What follows belongs to an exercise in optimizing a design on an open flow for small area, a short achievable clock period and few clock cycles per item; a production flow would make more cautious choices.
At most, simulation tests tie the RTL to the original design; equivalence was not proved.
Power figures rest on the tool's default switching activity, not on a simulated workload.

==> v32 <==
Design fpu32, start of the top module:
module fpu32 (
    input  wire        clk,
    input  wire        rst,
    input  wire        in_valid,
    input  wire [3:0]  in_op,
    input  wire [1:0]  in_rm,
    input  wire        in_cnan,
    input  wire [31:0] in_a,
    input  wire [31:0] in_b,
    input  wire [31:0] in_c,
    output wire        out_valid,
    output wire [31:0] out_result,
    output wire [4:0]  out_flags
);
==> flow/config.mk <==
export PLATFORM = sky130hd
export DESIGN_NAME = fpu32
export DESIGN_NICKNAME = fpu32
export VERILOG_FILES = /design/flow/design.v
export SDC_FILE = /design/flow/constraint.sdc
export NUM_CORES = 4
export LEC_CHECK = 0
export CAP_MARGIN = 20
export CORE_MARGIN = 2
export CORE_UTILIZATION = 40
export CTS_CLUSTER_DIAMETER = 100
export CTS_CLUSTER_SIZE = 25
export SLEW_MARGIN = 20
==> flow/constraint.sdc <==
create_clock -name core_clock -period 11.5 [get_ports {clk}]
set_input_delay 2.3000 -clock core_clock [delete_from_list [all_inputs] [get_ports {clk}]]
set_output_delay 2.3000 -clock core_clock [all_outputs]
set_load 0.01 [all_outputs]
standard.sh (not shown) runs the stock make flow with config.mk's settings and CLKGATE_MAP_FILE= SYNTH_SCRIPT=/design/flow/synth_recipe.tcl, a recipe that flattens the netlist after the stock synthesis.
==> flow/flow/run.sh <==
#!/bin/bash
# Layout flow: the standard synthesis unchanged, then the standard ORFS
# layout steps with a larger setup margin for the resizer's timing repair,
# so that it keeps improving paths well below the 11.5 ns clock.
set -euo pipefail
MARGIN=$(cat flow/margin.txt)
bash standard.sh synth > synth.log 2>&1
bash standard.sh SETUP_SLACK_MARGIN=$MARGIN finish > layout.log 2>&1
==> flow/flow/margin.txt <==
7.5
==> v18: changes against v32 <==
==> flow/config.mk (replaced) <==
export PLATFORM = sky130hd
export DESIGN_NAME = fpu32
export DESIGN_NICKNAME = fpu32
export VERILOG_FILES = /design/flow/design.v
export SDC_FILE = /design/flow/constraint.sdc
export NUM_CORES = 4
export LEC_CHECK = 0
export CAP_MARGIN = 20
export CORE_MARGIN = 2
export CORE_UTILIZATION = 50
export CTS_CLUSTER_DIAMETER = 100
export CTS_CLUSTER_SIZE = 25
export GPL_ROUTABILITY_DRIVEN = 0
export SLEW_MARGIN = 20
==> v20: changes against v32 <==
--- a/flow/design.v
+++ b/flow/design.v
@@ -57,29 +57,26 @@
         end
     endgenerate
     reg  [1:0]  rm1;
     reg         cnan1, arith1, addsub1, mul1, zneg1, max1, neg1, abs1;
     reg  [31:0] x1, y1, z1;
     reg         xn, zn;
     reg  [12:0] bo1;
     reg  [11:0] bt1, bn1;
-    reg  [9:0]  sabm1;
-    reg  [8:0]  dab1;
-    reg  [7:0]  ezb1;
+    reg  [8:0]  sab1, dab1;
     always @(posedge clk) begin
         rm1 <= in_rm; cnan1 <= in_cnan;
         arith1 <= is_arith; addsub1 <= op_addsub; mul1 <= op_mul; zneg1 <= z_neg;
         max1 <= (in_op == OP_FMAX); neg1 <= (in_op == OP_FNEG); abs1 <= (in_op == OP_FABS);
         x1 <= in_a; y1 <= y0; z1 <= z0;
         xn <= !za; zn <= hz0;
         bo1 <= bo0; bt1 <= bt0; bn1 <= bn0;
-        sabm1 <= {2'b0, ea0} + {2'b0, eb0} - 10'd100;
+        sab1 <= {1'b0, ea0} + {1'b0, eb0};
         dab1 <= {1'b0, ea0} - {1'b0, eb0};
-        ezb1 <= op_mul ? 8'd1 : (op_fmas ? {in_c[30:24], in_c[23] | zc} : eb0);
     end
     wire [31:0] a = x1, b = y1;      
     wire [31:0] x = x1, y = y1, z = z1;
     wire        z_real = !mul1;
     wire x_expmax = (x[30:23] == 8'hFF);
     wire y_expmax = (y[30:23] == 8'hFF);
     wire z_expmax = (z[30:23] == 8'hFF);
     wire x_zero = (x[30:0] == 31'b0);
@@ -172,20 +169,20 @@
     wire        inv1   = arith1 ? sp_inv : misc_inv;
     wire        vh     = (v[30:23] != 8'd0);
     wire        expff1 = take1 && (v[30:23] == 8'hFF);
     wire [8:0]  evb    = {1'b0, v[30:24], v[23] | !vh};
     wire [23:0] mx = {xn, x1[22:0]};
     wire [23:0] mz = {zn, z1[22:0]};
     wire [74:0] ps_w, pc_w;
     fpu32_mul u_mul (.mx(mx), .bo(bo1), .bt(bt1), .bn(bn1), .ps(ps_w), .pc(pc_w));
-    wire [7:0]  ezb = ezb1;
-    wire signed [10:0] sh_fma = $signed({sabm1[9], sabm1}) - $signed({3'b0, ezb});
+    wire [7:0]  ezb = {z1[30:24], z1[23] | !zn};
+    wire signed [10:0] sh_fma = $signed({2'b0, sab1}) - $signed({3'b0, ezb}) - 11'sd100;
     wire signed [10:0] sh_add = $signed({{2{dab1[8]}}, dab1}) + 11'sd27;
-    wire signed [10:0] sh_mul = $signed({sabm1[9], sabm1}) - 11'sd1;
+    wire signed [10:0] sh_mul = $signed({2'b0, sab1}) - 11'sd101;
     wire signed [10:0] sh = addsub1 ? sh_add : (mul1 ? sh_mul : sh_fma);
     wire        clamp1 = sh[10];
     wire [8:0]  eb = {1'b0, ezb} + (clamp1 ? 9'd0 : sh[8:0]);
     wire [75:0] awr = {mz, 52'b0} >> sh[6:0];
     wire [75:0] aw  = sh[10] ? {mz, 52'b0} : ((sh[9:7] != 3'b0) ? 76'b0 : awr);
     wire [75:0] zi  = aw ^ {76{esub1}};
     reg  [4:0]  tz;
     integer i;
==> v36: changes against v32 <==
==> flow/flow/margin.txt (replaced) <==
7.4
==> summary.txt <==
| metric | v20 | v36 | v32 | v18 |
|---|---|---|---|---|
| Clock slew seen by the registers of the worst setup and hold paths | 0.10 ns | 0.09 ns | 0.10 ns | 0.10 ns |
| Chip Height | 354 um | 353 um | 353 um | 316 um |
| Max Fanout on Critical Path | 13 | 24 | 24 | 39 |
| Actual transition at the worst max-transition pin | 1.11 ns | 1.14 ns | 1.20 ns | 1.10 ns |
| Met2 WL post-DR | 82200 um | 78400 um | 81200 um | 74400 um |
| Fraction of power consumed by sequential logic | 25.7% | 27.4% | 27.2% | 27.6% |
| Outcome | finished clean | finished clean | finished clean | finished clean |
| Fraction of met1 tracks used by global routing | 36.9% | 34.9% | 35.8% | 43.3% |
| Share of cell area taken by multi-input logic gates | 61.3% | 61.8% | 61.2% | 62.0% |
| Worst-case register-to-register setup slack | 7.41 ns | 7.45 ns | 7.56 ns | 7.57 ns |
| Synth Area in Compound Gates | 17.8% | 17.3% | 17.3% | 17.3% |
| Synth top area share | 25.7% | 26.0% | 26.0% | 26.0% |
| P_seq | 3.63 mW | 3.59 mW | 3.62 mW | 3.59 mW |
| Fin crit share | 35.6% | 35.3% | 34.3% | 34.2% |
| Pin count of the biggest net entering global routing | 85 | 86 | 85 | 82 |
| Top routing layer used | met5 | met4 | met4 | met5 |
Testbench counts of v32, summed over its fixed seeds: cycles 16,048, items 16,000.
Testbench counts of v18, summed over its fixed seeds: cycles 16,048, items 16,000.
Testbench counts of v36, summed over its fixed seeds: cycles 16,048, items 16,000.
Function not checked in v20: the RTL went through the layout flow alone.

[port drivers added, routing unchanged]
In the flow no input, the clock included, has a driving cell. The finished layouts below were timed again as built, in two steps.
Step 1 assumes that a clkbuf_16 drives the clock port and a buf_2 every other input.
Step 2 also shifts input and output timing later by t, the mid clock arrival at the registers, as if the neighbouring blocks saw the same clock.
a / b / c = no drivers / after step 1 / after step 2; a / b = the first two.
run	shift t [ns]	slack for setup (ns)	clock arrival spread, ns	cell pins on the clock port's net
v32	0.709	7.559 / 7.559 / 6.929	0.058 / 0.058	1
v18	0.678	7.567 / 7.567 / 6.992	0.028 / 0.028	1
v20	0.712	7.411 / 7.411 / 6.840	0.053 / 0.053	1
v36	0.695	7.446 / 7.446 / 6.855	0.048 / 0.048	1
After both steps setup and hold are still met in every run listed. The setup slack of v32, which loses most, moves by 0.000 ns with the drivers and by -0.630 ns with both steps.
